This design comes from an exercise in tuning for small area, a short achievable clock period and few clock cycles per item on the open sky130 flow, not from production work. Only simulation tests tie the RTL to the original design; equivalence was not proved. No activity file was given, so power comes from the tool's default toggle rates.

==> job 8170 <==
## cp_xu
module cp_xu (
    input  wire        clk,
    input  wire        rst,
    input  wire        in_valid,
    output wire        in_ready,
    input  wire [5:0]  in_op,
    input  wire [31:0] in_ra,
    input  wire [31:0] in_rb,
    input  wire        in_c,
    input  wire [1:0]  in_qrm,
    input  wire        in_acc,
    output reg         out_valid,
    output reg  [31:0] out_rd,
    output reg  [31:0] out_hi,
    output reg         out_n,
    output reg         out_z,
    output reg         out_c,
    output reg         out_v,
    output reg         out_q,
    output reg         out_dz
);
==> flow/config.mk <==
export PLATFORM = sky130hd
export DESIGN_NAME = cp_xu
export DESIGN_NICKNAME = cp_xu
export VERILOG_FILES = /design/flow/design.v
export SDC_FILE = /design/flow/constraint.sdc
export NUM_CORES = 4
export LEC_CHECK = 0
export CAP_MARGIN = 20
export CORE_MARGIN = 2
export CORE_UTILIZATION = 42
export SLEW_MARGIN = 20
==> flow/constraint.sdc <==
create_clock -name core_clock -period 17.0 [get_ports {clk}]
set_input_delay 3.4000 -clock core_clock [delete_from_list [all_inputs] [get_ports {clk}]]
set_output_delay 3.4000 -clock core_clock [all_outputs]
set_load 0.01 [all_outputs]
standard.sh (not shown) runs the stock make flow with config.mk's settings and CLKGATE_MAP_FILE= SYNTH_SCRIPT=/design/flow/synth_recipe.tcl, a recipe that flattens the netlist after the stock synthesis.
==> flow/flow/run.sh <==
#!/bin/bash
# The standard layout, with timing repair asked to leave 12 ns of setup
# slack at the design's clock period (i.e. to aim at a 5 ns cycle), and the
# port buffers made plain buf_2 cells instead of the default delay buffers.
set -euo pipefail
bash standard.sh SETUP_SLACK_MARGIN=12 "BUFFER_PORTS_ARGS=-buffer_cell sky130_fd_sc_hd__buf_2" finish > standard.log 2>&1
==> inputs of job 2774, as changes to job 8170 <==
--- a/flow/design.v
+++ b/flow/design.v
@@ -361,20 +361,19 @@
     wire        acc_fw  = v3 && acc_we && (acc3 == acc2);
     wire [39:0] acc_f   = acc_fw ? acc_new : (acc2 ? acc1_r : acc0_r);
     wire        qm_fnz  = |p2[30:0];
     wire        qm_inc  = round_inc(qrm2, p2[31], p2[63], qm_fnz, p2[30], p2[30] && (|p2[29:0]));
     always @(posedge clk) begin
         if (rst) v3 <= 1'b0;
         else     v3 <= v2;
         acc3 <= acc2;
-        p3[26:0]  <= p2[26:0];
-        p3[63:27] <= q2_qmul ? {{4{p2[63]}}, p2[63:31]} :
-                     q2_msu  ? ~p2[63:27] : p2[63:27];
-        x3   <= (q2_qmul || q2_mula) ? 41'd0 : {acc_f[39], acc_f};
+        p3   <= p2;
+        x3   <= q2_qmul ? {{8{p2[63]}}, p2[63:31]} :
+                q2_mula ? 41'd0 : {acc_f[39], acc_f};
         ci3  <= q2_qmul ? qm_inc : q2_msu;
         qrm3 <= qrm2;
         f3_c <= (op2 == 6'h10) ? mul_c2 :
                 q2_qmul ? qm_fnz :
                 q2_mac  ? (|p2[26:0]) : f2_c;
         f3_v <= f2_v;
         f3_q <= f2_q;
         f3_dz <= f2_dz;
@@ -385,17 +384,17 @@
         k_mula <= q2_mula;
         k_aclr <= (g2 == 2'd2) && (f2 == 4'd6);
         k_mul  <= (g2 == 2'd1) && (f2 == 4'd0);
         k_mulw <= (g2 == 2'd1) && ((f2 == 4'd1) || (f2 == 4'd2));
         k_acc  <= (g2 == 2'd3);
         k_aw   <= {(g2 == 2'd3) && (f2 == 4'd1), (g2 == 2'd3) && (f2 == 4'd0)};
     end
     wire [39:0] acc_cur = x3[39:0];
-    wire [40:0] ay3   = {{4{p3[63]}}, p3[63:27]};
+    wire [40:0] ay3   = {41{k_mac}} & ({{4{p3[63]}}, p3[63:27]} ^ {41{k_msu}});
     wire [40:0] sum3  = x3 + ay3 + {40'd0, ci3};
     wire [40:0] zs_x  = x3 ^ ay3;
     wire [40:0] zs_c  = {x3[39:0] | ay3[39:0], ci3};
     wire        z3    = (zs_x == zs_c);
     wire        sat40 = !k_mula && (sum3[40] != sum3[39]);
     wire        sat32 = (sum3[40:31] != 10'h000) && (sum3[40:31] != 10'h3FF);
     wire [39:0] mac_a = sat40 ? (sum3[40] ? 40'h80_0000_0000 : 40'h7F_FFFF_FFFF) : sum3[39:0];
     wire [31:0] q_r   = sat32 ? (sum3[40] ? 32'h8000_0000 : 32'h7FFF_FFFF) : sum3[31:0];
==> flow/flow/run.sh (replaced) <==
#!/bin/bash
# The standard layout, with timing repair asked to leave 11.5 ns of setup
# slack at the design's clock period (i.e. to aim at a 5.5 ns cycle), and the
# port buffers made plain buf_2 cells instead of the default delay buffers.
set -euo pipefail
bash standard.sh SETUP_SLACK_MARGIN=11.5 "BUFFER_PORTS_ARGS=-buffer_cell sky130_fd_sc_hd__buf_2" finish > standard.log 2>&1
==> flow/config.mk (replaced) <==
export PLATFORM = sky130hd
export DESIGN_NAME = cp_xu
export DESIGN_NICKNAME = cp_xu
export VERILOG_FILES = /design/flow/design.v
export SDC_FILE = /design/flow/constraint.sdc
export NUM_CORES = 4
export LEC_CHECK = 0
export CAP_MARGIN = 20
export CORE_MARGIN = 2
export CORE_UTILIZATION = 40
export SLEW_MARGIN = 20
==> results.txt <==
| item | job 2774 | job 8170 |
|---|---|---|
| Area used by sequential logic in the layout | 14290 sq um | 14300 sq um |
| Status | complete, no violations | complete, no violations |
| Clock latency on the worst-skew pair | 0.78 ns | 0.77 ns |
| Slew headroom | 10.02% | 10.50% |
| Power Combinational | 10400 uW | 11700 uW |
| Required @ worst endpoint | 17.61 ns | 17.59 ns |
| FF-to-FF path depth | 16 | 12 |
| Critical register-to-register path startpoint | b1[2] | sa |
| Num rows | 166 | 160 |
| Fill cells | 20340 | 18520 |
| Total number of vias | 87630 | 84420 |
| Post-placement setup slack | 10.00 ns | 10.50 ns |
| Summed area of non-filler cells in the final layout | 91110 sq um | 92080 sq um |
| Area share of the largest cell type after synthesis | 12.71% | 13.00% |
| Worst-case setup margin in the final layout | 11.27 ns | 11.95 ns |
| Post-CTS setup repair buffer count | 23 | 78 |
| Number of tap instances | 2688 | 2511 |
| Area of the die | 208400 sq um | 194200 sq um |
| Synthesized area | 81900 sq um | 80080 sq um |
| Global-route wire length before repair | 674.5 mm | 631.9 mm |
| Proportion of synthesized area in mux cells | 2.510% | 2.712% |
| Met3 GRT Util | 17.24% | 16.72% |
| Iteration-0 DRC Markers | 13780 | 13100 |
Testbench counts of job 8170, summed over its fixed seeds: cycles 37,074, ops 32,000.
Testbench counts of job 2774, summed over its fixed seeds: cycles 37,074, ops 32,000.

==> separate check: timing with driven ports <==
No port has a modelled driver above. Below, the same layouts with a new extraction and two added sets of constraints. Step 1 (the two cells are an assumption about what drives the block):
set clk [get_ports {clk}]
set_driving_cell -lib_cell sky130_fd_sc_hd__clkbuf_16 $clk
set_driving_cell -lib_cell sky130_fd_sc_hd__buf_2 [delete_from_list [all_inputs] $clk]
Step 2 times the ports against the registers' clock, not the clock port: input delays grow and output delays shrink by t, the midpoint of the rising clock arrivals with the driver on. Slacks: ideal ports / drivers / drivers and shift; pairs: ideal ports / drivers.
| run | t, ns | setup WS [ns] | hold WS [ns] | worst data-port slew with drivers (ns) |
|---|---|---|---|---|
| job 8170 | 0.845 | 11.946 / 11.946 / 11.609 | 0.330 / 0.330 / 0.330 | 0.08 |
| job 2774 | 0.853 | 11.268 / 11.268 / 11.268 | 0.332 / 0.332 / 0.332 | 0.13 |
After both steps setup and hold are still met in every run listed. For job 8170, which loses most, drivers alone change the setup slack by 0.000 ns; drivers and shift together by -0.337 ns.
